Context: an optimization exercise on an open-source flow, tuned for small area and a short achievable clock period. The choices shown serve that exercise and are no tape-out recipe. At most, simulation tests tie the RTL to the original design; equivalence was not proved.

## line_decoder
module line_decoder (
    input  wire         clk,
    input  wire         rst,
    input  wire         in_valid,
    input  wire [144:0] in_code,
    output reg          out_valid,
    output reg  [127:0] out_data,
    output reg  [16:0]  out_check,
    output reg  [1:0]   out_status
);
Size in the first run: roughly 2,000 cells after synthesis, roughly 460 flip-flops, about 0.020 mm² of cells after synthesis.
export LEC_CHECK = 0
export CAP_MARGIN = 10
export CORE_MARGIN = 2
export CORE_UTILIZATION = 65
export CTS_BUF_LIST = sky130_fd_sc_hd__clkbuf_8
export CTS_CLUSTER_DIAMETER = 60
export CTS_CLUSTER_SIZE = 16
export SLEW_MARGIN = 10
export SYNTH_HIERARCHICAL = 1
create_clock -name core_clock -period 40.0 [get_ports {clk}]
standard.sh (not shown) runs the stock make flow with config.mk's settings and CLKGATE_MAP_FILE= SYNTH_SCRIPT=/design/flow/synth_recipe.tcl, a recipe that flattens the netlist after the stock synthesis.
==> flow/flow/run.sh <==
#!/bin/bash
# Standard ORFS layout (the standard.sh) with two changes:
#  - port buffers use the smallest plain buffer (buf_1) instead of the default delay cell;
#  - clock tree synthesis without dummy load cells.
set -euo pipefail
bash standard.sh \
  "BUFFER_PORTS_ARGS=-buffer_cell sky130_fd_sc_hd__buf_1" \
  "CTS_ARGS=-sink_clustering_enable -repair_clock_nets -dont_use_dummy_load -sink_clustering_size 16 -sink_clustering_max_diameter 60 -buf_list sky130_fd_sc_hd__clkbuf_8" \
  finish > standard.log 2>&1
The starting point ran to the end with no violations.
==> next run, changes <==
CORE_UTILIZATION = 72   (was 65)
After rerunning:
- final cell count went down by 1.8%
- clock skew went up by 0.021 ns
- wire length went up by about 10%
- setup slack got worse by 0.089 ns
- clock-buffer cell count stays the same
- fmax went down by about 1%
- sequential share of layout area went up by 0.11 points
- register-to-register slack got worse by 0.81 ns
- die area went down by about 10%

line_decoder, a different RTL version from the one above (not shown whole).
Size in the first run: about 2,000 cells after synthesis, ~20,000 um^2 of cells after synthesis.
clock: 40.0 ns
lec_check: 0
cap_margin: 10
core_margin: 2
core_utilization: 55
cts_buf_list: sky130_fd_sc_hd__clkbuf_16
cts_cluster_diameter: 80
cts_cluster_size: 24
slew_margin: 10
synth_hierarchical: 1
==> flow/flow/run.sh <==
#!/bin/bash
# Standard ORFS layout (the standard.sh) with two changes:
#  - port buffers use the smallest plain buffer (buf_1) instead of the default delay cell;
#  - clock tree synthesis without dummy load cells.
set -euo pipefail
bash standard.sh \
  "BUFFER_PORTS_ARGS=-buffer_cell sky130_fd_sc_hd__buf_1" \
  "CTS_ARGS=-sink_clustering_enable -repair_clock_nets -dont_use_dummy_load -sink_clustering_size 24 -sink_clustering_max_diameter 80 -buf_list sky130_fd_sc_hd__clkbuf_16" \
  finish > standard.log 2>&1
The baseline went through all stages and came out clean.
Next try:
==> flow/flow/run.sh (replaced) <==
#!/bin/bash
# Standard ORFS layout (the standard.sh), with the port buffers made from
# the smallest plain buffer instead of the default delay-buffer cell.
set -euo pipefail
bash standard.sh "BUFFER_PORTS_ARGS=-buffer_cell sky130_fd_sc_hd__buf_1" finish > standard.log 2>&1
--- a/flow/config.mk
+++ b/flow/config.mk
@@ -6,10 +6,10 @@
 export NUM_CORES = 4
 export LEC_CHECK = 0
-export CAP_MARGIN = 10
+export CAP_MARGIN = 40
 export CORE_MARGIN = 2
 export CORE_UTILIZATION = 55
 export CTS_BUF_LIST = sky130_fd_sc_hd__clkbuf_16
-export CTS_CLUSTER_DIAMETER = 80
-export CTS_CLUSTER_SIZE = 24
-export SLEW_MARGIN = 10
+export CTS_CLUSTER_DIAMETER = 100
+export CTS_CLUSTER_SIZE = 27
+export SLEW_MARGIN = 30
 export SYNTH_HIERARCHICAL = 1
The changed run finished with timing, DRC and antenna clean.
Count of clock-buffer cells in the layout drops by 5.
Cell area is higher by 0.92%.
Hold slack improves by 0.015 ns.
No functional check of the RTL was part of any run of this note.

Another version of the RTL of line_decoder (not shown whole).
For scale: roughly 1900 cells after synthesis, roughly 460 flip-flops, roughly 20000 sq um of cells after synthesis.
// line_decoder
module line_decoder (
    input  wire         clk,
    input  wire         rst,
    input  wire         in_valid,
    input  wire [144:0] in_code,
    output reg          out_valid,
    output reg  [127:0] out_data,
    output reg  [16:0]  out_check,
    output reg  [1:0]   out_status
);
    reg         r_valid;
    reg [144:0] r_code;
    reg         m_valid;
    reg [144:0] m_data;
    reg [7:0]   m_s1;
    reg [7:0]   m_e;
    reg [3:0]   m_nv;
    reg         m_fc, m_fs;
  ...
==> flow/config.mk <==
export PLATFORM = sky130hd
export DESIGN_NAME = line_decoder
export DESIGN_NICKNAME = line_decoder
export VERILOG_FILES = /design/flow/design.v
export SDC_FILE = /design/flow/constraint.sdc
export NUM_CORES = 4
export LEC_CHECK = 0
export CAP_MARGIN = 10
export CORE_MARGIN = 2
export CORE_UTILIZATION = 65
export CTS_BUF_LIST = sky130_fd_sc_hd__clkbuf_8
export CTS_CLUSTER_DIAMETER = 60
export CTS_CLUSTER_SIZE = 20
export SLEW_MARGIN = 10
export SYNTH_HIERARCHICAL = 1
==> flow/constraint.sdc <==
create_clock -name core_clock -period 40.0 [get_ports {clk}]
set_input_delay 8.0000 -clock core_clock [delete_from_list [all_inputs] [get_ports {clk}]]
set_output_delay 8.0000 -clock core_clock [all_outputs]
set_load 0.01 [all_outputs]
==> flow/flow/run.sh <==
#!/bin/bash
# Standard ORFS layout (the standard.sh) with two changes:
#  - port buffers use the smallest plain buffer (buf_1) instead of the default delay cell;
#  - clock tree synthesis without dummy load cells.
set -euo pipefail
bash standard.sh \
  "BUFFER_PORTS_ARGS=-buffer_cell sky130_fd_sc_hd__buf_1" \
  "CTS_ARGS=-sink_clustering_enable -repair_clock_nets -dont_use_dummy_load -sink_clustering_size 20 -sink_clustering_max_diameter 60 -root_buf sky130_fd_sc_hd__clkbuf_16 -buf_list sky130_fd_sc_hd__clkbuf_16 -sink_clustering_buffer sky130_fd_sc_hd__clkbuf_8" \
  finish > standard.log 2>&1
Then changed:
==> flow/flow/run.sh (replaced) <==
#!/bin/bash
# Standard ORFS layout (the standard.sh) with two changes:
#  - port buffers use the smallest plain buffer (buf_1) instead of the default delay cell;
#  - clock tree synthesis without dummy load cells.
set -euo pipefail
bash standard.sh \
  "BUFFER_PORTS_ARGS=-buffer_cell sky130_fd_sc_hd__buf_1" \
  "CTS_ARGS=-sink_clustering_enable -repair_clock_nets -dont_use_dummy_load -sink_clustering_size 16 -sink_clustering_max_diameter 60 -buf_list sky130_fd_sc_hd__clkbuf_8" \
  finish > standard.log 2>&1
CTS_CLUSTER_SIZE = 16   (was 20)
GPL_TIMING_DRIVEN = 0   (was unset)
Cell count barely changes; maximum frequency falls slightly; core utilization is higher by 0.48 points; final area is higher slightly; worst hold slack is better by 0.044 ns; routed wire length rose by a few percent.

[re-timing with driven ports]
In the flow no input, the clock included, has a driving cell. The finished layouts below were timed again as built, in two steps. Step 1, drivers: a clkbuf_16 drives clk and a buf_2 each remaining input, both assumed. Step 2, shift: input delay + t, output delay - t, t = (earliest + latest rising clock arrival at the registers) / 2. This alone moves slack from input paths to output paths. Slacks: ideal ports / drivers / drivers and shift; pairs: ideal ports / drivers.
run	t, ns	setup WS [ns]	worst setup path at the end
the first run of note 1	0.600	30.904 / 30.852 / 31.452	register to output
the second run of note 1	0.612	30.814 / 30.804 / 30.814	register to register
the first run of note 2	0.605	30.895 / 30.837 / 31.411	register to register
the second run of note 2	0.606	30.913 / 30.854 / 31.460	register to output
the first run of note 3	0.585	30.928 / 30.875 / 31.460	register to output
the second run of note 3	0.596	30.896 / 30.846 / 31.319	register to register
After both steps every run listed still meets setup and hold.
